Source: an optimization exercise on an open RTL-to-GDS flow (aim: small area). Production flows keep margins and buffers that such runs may drop.
In this exercise RTL edits were held to simulation tests only and were not proved equivalent to the original.

// col_ycc2rgb
module col_ycc2rgb (
    input  wire        clk,
    input  wire        rst,
    input  wire        in_valid,
    input  wire [1:0]  depth,
    input  wire        full_range,
    input  wire        yc2020,
    input  wire [15:0] y,
    input  wire [15:0] cb,
    input  wire [15:0] cr,
    output reg         out_valid,
    output reg  [15:0] out_r,
    output reg  [15:0] out_g,
    output reg  [15:0] out_b
);
    wire [3:0] fmt = {yc2020, full_range, depth};
    wire a1_0;
    wire pp1;
    wire pp2;
    wire pp3;
    wire pp4;
    wire pp5;
    wire pp6;
    wire pp7;
    wire pp8;
    wire pp9;
    wire pp10;
    wire pp11;
    wire pp12;
    wire pp13;
    wire pp14;
    wire pp15;
    wire pp16;
    wire a1_17;
    wire pp18;
    wire pp19;
    wire pp20;
    wire pp21;
    wire pp22;
    wire pp23;
    wire pp24;
    wire pp25;
    wire pp26;
    wire pp27;
    wire pp28;
    wire pp29;
    wire pp30;
    wire pp31;
    wire pp32;
    wire pp33;
    wire sg34;
    wire a1_35;
    wire a2_36;
    wire pp37;
    wire pp38;
    wire pp39;
    wire pp40;
    wire pp41;
    wire pp42;
    wire pp43;
    wire pp44;
    wire pp45;
    wire pp46;
    wire pp47;
    wire pp48;
    wire pp49;
    wire pp50;
    wire pp51;
    wire pp52;
    wire pp53;
    wire a1_54;
    wire pp55;
    wire pp56;
    wire pp57;
    wire pp58;
    wire pp59;
    wire pp60;
    wire pp61;
    wire pp62;
    wire pp63;
    wire pp64;
    wire pp65;
    wire pp66;
    wire pp67;
    wire pp68;
    wire pp69;
    wire pp70;
    wire a1_71;
    wire pp72;
    wire pp73;
    wire pp74;
    wire pp75;
    wire pp76;
    wire pp77;
    wire pp78;
    wire pp79;
    wire pp80;
    wire pp81;
    wire pp82;
    wire pp83;
    wire pp84;
    wire pp85;
    wire pp86;
    wire pp87;
    wire a1_88;
    wire pp89;
    wire pp90;
    wire pp91;
    wire pp92;
    wire pp93;
    wire pp94;
    wire pp95;
    wire pp96;
    wire pp97;
    wire pp98;
    wire pp99;
    wire pp100;
    wire pp101;
    wire pp102;
    wire pp103;
    wire pp104;
    wire a1_105;
    wire pp106;
    wire pp107;
    wire pp108;
    wire pp109;
    wire pp110;
    wire pp111;
    wire pp112;
    wire pp113;
    wire pp114;
    wire pp115;
  ...
==> flow/config.mk <==
export PLATFORM = sky130hd
export DESIGN_NAME = col_ycc2rgb
export DESIGN_NICKNAME = col_ycc2rgb
export VERILOG_FILES = /design/flow/design.v
export SDC_FILE = /design/flow/constraint.sdc
export NUM_CORES = 4
export LEC_CHECK = 0
export ABC_AREA = 1
export CAP_MARGIN = 20
export CORE_MARGIN = 2
export CORE_UTILIZATION = 50
export CTS_BUF_LIST = sky130_fd_sc_hd__clkbuf_4 sky130_fd_sc_hd__clkbuf_8
export GPL_TIMING_DRIVEN = 0
export SLEW_MARGIN = 20
export SYNTH_HIERARCHICAL = 1
==> flow/constraint.sdc <==
create_clock -name core_clock -period 12.0 [get_ports {clk}]
set_input_delay 2.4000 -clock core_clock [delete_from_list [all_inputs] [get_ports {clk}]]
set_output_delay 2.4000 -clock core_clock [all_outputs]
set_load 0.01 [all_outputs]
standard.sh (not shown) runs the stock make flow with config.mk's settings and CLKGATE_MAP_FILE= SYNTH_SCRIPT=/design/flow/synth_recipe.tcl, a recipe that flattens the netlist after the stock synthesis.
==> flow/flow/run.sh <==
#!/bin/bash
# The standard layout (standard.sh, unchanged synthesis), with each port
# buffer made from the smallest buffer cell instead of a delay buffer.
set -e
cd "$(dirname "$0")/.."
export BUFFER_PORTS_ARGS="-buffer_cell sky130_fd_sc_hd__buf_1"
export REMOVE_ABC_BUFFERS=1
bash standard.sh > standard.log 2>&1
The starting point went through all stages and came out clean.
Change:
--- a/flow/flow/run.sh
+++ b/flow/flow/run.sh
@@ -5,4 +5,3 @@
 cd "$(dirname "$0")/.."
-export BUFFER_PORTS_ARGS="-buffer_cell sky130_fd_sc_hd__buf_1"
-export REMOVE_ABC_BUFFERS=1
+export BUFFER_PORTS_ARGS="-buffer_cell sky130_fd_sc_hd__buf_2"
 bash standard.sh > standard.log 2>&1
Settings changed: CTS_BUF_LIST sky130_fd_sc_hd__clkbuf_4 sky130_fd_sc_hd__clkbuf_8 to not set.
After rerunning:
- The changed run ran to the end with no violations
- via count came out higher by a few percent
- first-iteration DRC count went up by about a fifth
- setup slack gets worse by 0.13 ns
- die area does not change
- global-route usage came out higher by 6.7 points
- design area is about the same
- core utilization is about the same
Change:
==> flow/run.sh (new file) <==
#!/bin/bash
# synth_recipe.tcl (not shown) runs the flow's synth.tcl, then flattens the netlist and writes it again
# the make line also repeats each setting of config.mk as NAME=value (left out here)
make -C /OpenROAD-flow-scripts/flow DESIGN_CONFIG=/design/flow/config.mk WORK_HOME=/design/flow/orfs CLKGATE_MAP_FILE= SYNTH_SCRIPT=/design/flow/synth_recipe.tcl finish
Settings changed: GPL_TIMING_DRIVEN 0 to not set.
removed: flow/flow/run.sh
removed: flow/standard.sh
The changed run ran to the end with no violations.
Die area does not change.
Final area is higher by about 3.6%.
Cell count goes up by about 0.6%.
Setup slack gets better by 0.36 ns.
Clock-buffer cell count is higher by 1.
Via count shrinks by about 3.2%.
Routed wire length shrinks by 8.9%.
First-iteration DRC count falls by 4.0%.
Change:
==> flow/flow/run.sh (new file) <==
#!/bin/bash
# The standard layout (standard.sh, unchanged synthesis), with each port
# buffer made from the smallest buffer cell instead of a delay buffer.
set -e
cd "$(dirname "$0")/.."
export BUFFER_PORTS_ARGS="-buffer_cell sky130_fd_sc_hd__buf_1"
bash standard.sh > standard.log 2>&1
==> flow/standard.sh (new file) <==
#!/bin/bash
# synth_recipe.tcl (not shown) runs the flow's synth.tcl, then flattens the netlist and writes it again
# the make line also repeats each setting of config.mk as NAME=value (left out here)
make -C /OpenROAD-flow-scripts/flow DESIGN_CONFIG=/design/flow/config.mk WORK_HOME=/design/flow/orfs CLKGATE_MAP_FILE= SYNTH_SCRIPT=/design/flow/synth_recipe.tcl "${@:-finish}"
Settings changed: CTS_BUF_LIST set to sky130_fd_sc_hd__clkbuf_4 sky130_fd_sc_hd__clkbuf_8, GPL_TIMING_DRIVEN set to 0.
removed: flow/run.sh
What happened: Final cell count came out lower by 0.31%; die area is unchanged; wire length increases by 11%; clock-buffer cell count does not change; global-route usage came out higher by 4.6 points.


col_ycc2rgb again, from the RTL that the note above started with.
==> flow/config.mk <==
export PLATFORM = sky130hd
export DESIGN_NAME = col_ycc2rgb
export DESIGN_NICKNAME = col_ycc2rgb
export VERILOG_FILES = /design/flow/design.v
export SDC_FILE = /design/flow/constraint.sdc
export NUM_CORES = 4
export LEC_CHECK = 0
export ABC_AREA = 1
export CAP_MARGIN = 20
export CORE_MARGIN = 2
export CORE_UTILIZATION = 50
export SLEW_MARGIN = 20
export SYNTH_HIERARCHICAL = 1
==> flow/constraint.sdc <==
create_clock -name core_clock -period 12.0 [get_ports {clk}]
set_input_delay 2.4000 -clock core_clock [delete_from_list [all_inputs] [get_ports {clk}]]
set_output_delay 2.4000 -clock core_clock [all_outputs]
set_load 0.01 [all_outputs]
==> flow/flow/run.sh <==
#!/bin/bash
# The standard layout (standard.sh, unchanged synthesis), with each port
# buffer made from the smallest buffer cell instead of a delay buffer.
set -e
cd "$(dirname "$0")/.."
export BUFFER_PORTS_ARGS="-buffer_cell sky130_fd_sc_hd__buf_2"
bash standard.sh > standard.log 2>&1
Then changed:
--- a/flow/flow/run.sh
+++ b/flow/flow/run.sh
@@ -5,3 +5,4 @@
 cd "$(dirname "$0")/.."
-export BUFFER_PORTS_ARGS="-buffer_cell sky130_fd_sc_hd__buf_2"
+export BUFFER_PORTS_ARGS="-buffer_cell sky130_fd_sc_hd__buf_1"
+export REMOVE_ABC_BUFFERS=1
 bash standard.sh > standard.log 2>&1
- CAP_MARGIN: 20 -> 0
- CTS_BUF_LIST: default -> sky130_fd_sc_hd__clkbuf_4 sky130_fd_sc_hd__clkbuf_8
- GPL_TIMING_DRIVEN: default -> 0
- SLEW_MARGIN: 20 -> 0
The new run completed with no timing, DRC or antenna violations; final area came out lower by 0.79%; first-iteration DRC count fell by 4.6%; synthesized area is unchanged.


Starting RTL as in the previous note.
Design col_ycc2rgb, start of the top module:
module col_ycc2rgb (
    input  wire        clk,
    input  wire        rst,
    input  wire        in_valid,
    input  wire [1:0]  depth,
    input  wire        full_range,
    input  wire        yc2020,
    input  wire [15:0] y,
    input  wire [15:0] cb,
    input  wire [15:0] cr,
    output reg         out_valid,
    output reg  [15:0] out_r,
    output reg  [15:0] out_g,
    output reg  [15:0] out_b
);
export LEC_CHECK = 0
export ABC_AREA = 1
export CAP_MARGIN = 20
export CORE_MARGIN = 2
export CORE_UTILIZATION = 50
export SLEW_MARGIN = 20
export SYNTH_HIERARCHICAL = 1
create_clock -name core_clock -period 12.0 [get_ports {clk}]
==> flow/flow/run.sh <==
#!/bin/bash
# The standard layout (standard.sh, unchanged synthesis), with each port
# buffer made from the smallest buffer cell instead of a delay buffer.
set -e
cd "$(dirname "$0")/.."
export BUFFER_PORTS_ARGS="-buffer_cell sky130_fd_sc_hd__buf_1"
bash standard.sh > standard.log 2>&1
Rerun with:
GPL_TIMING_DRIVEN = 0   (was default)
After rerunning: The new run passed the timing, DRC and antenna checks. Worst setup slack gets worse by 0.065 ns. Area after synthesis is unchanged. Final cell count barely changes. Via count grows by 3.5%. Sequential cell count stays the same. Die area stays the same. Utilization shrinks by 0.53 points. Critical path depth grows by 6. Global-route usage grows by 4.5 points. Design area shrinks by about 1%. Wire length grows by about 10%.

static timing again, ports no longer ideal:
In the flow no input, the clock included, has a driving cell. The finished layouts below were timed again as built, in two steps. Step 1 sets driving cells, clkbuf_16 on the clock port and buf_2 on the other inputs (assumed; they add their load-dependent delay and slew). Step 2 adds t to the input delays and takes it off the output delays; t is the mean of the earliest and latest rising clock arrival at the registers after step 1. Input paths then give back, and output paths get back, about the clock's delay inside the block. Slacks: ideal ports / drivers / drivers and shift; pairs: ideal ports / drivers.
| run | t, ns | setup WS [ns] | pins driven straight from the clock port |
|---|---|---|---|
| the first run of note 1 | 0.391 | 0.393 / 0.418 / 0.027 | 1 |
| the second run of note 1 | 0.334 | 0.262 / 0.276 / -0.058 | 1 |
| the third run of note 1 | 0.354 | 0.627 / 0.638 / 0.284 | 1 |
| the fourth run of note 1 | 0.357 | 0.462 / 0.479 / 0.122 | 1 |
| the first run of note 2 | 0.349 | 0.586 / 0.609 / 0.260 | 1 |
| the second run of note 2 | 0.393 | 0.291 / 0.293 / -0.100 | 1 |
| the first run of note 3 | 0.348 | 0.480 / 0.414 / 0.066 | 1 |
| the second run of note 3 | 0.342 | 0.415 / 0.426 / 0.084 | 1 |
With both steps, setup timing fails in the second run of note 1 and the second run of note 2, where it was met with ideal ports. For the first run of note 3, which loses most, drivers alone change the setup slack by -0.066 ns; drivers and shift together by -0.414 ns.
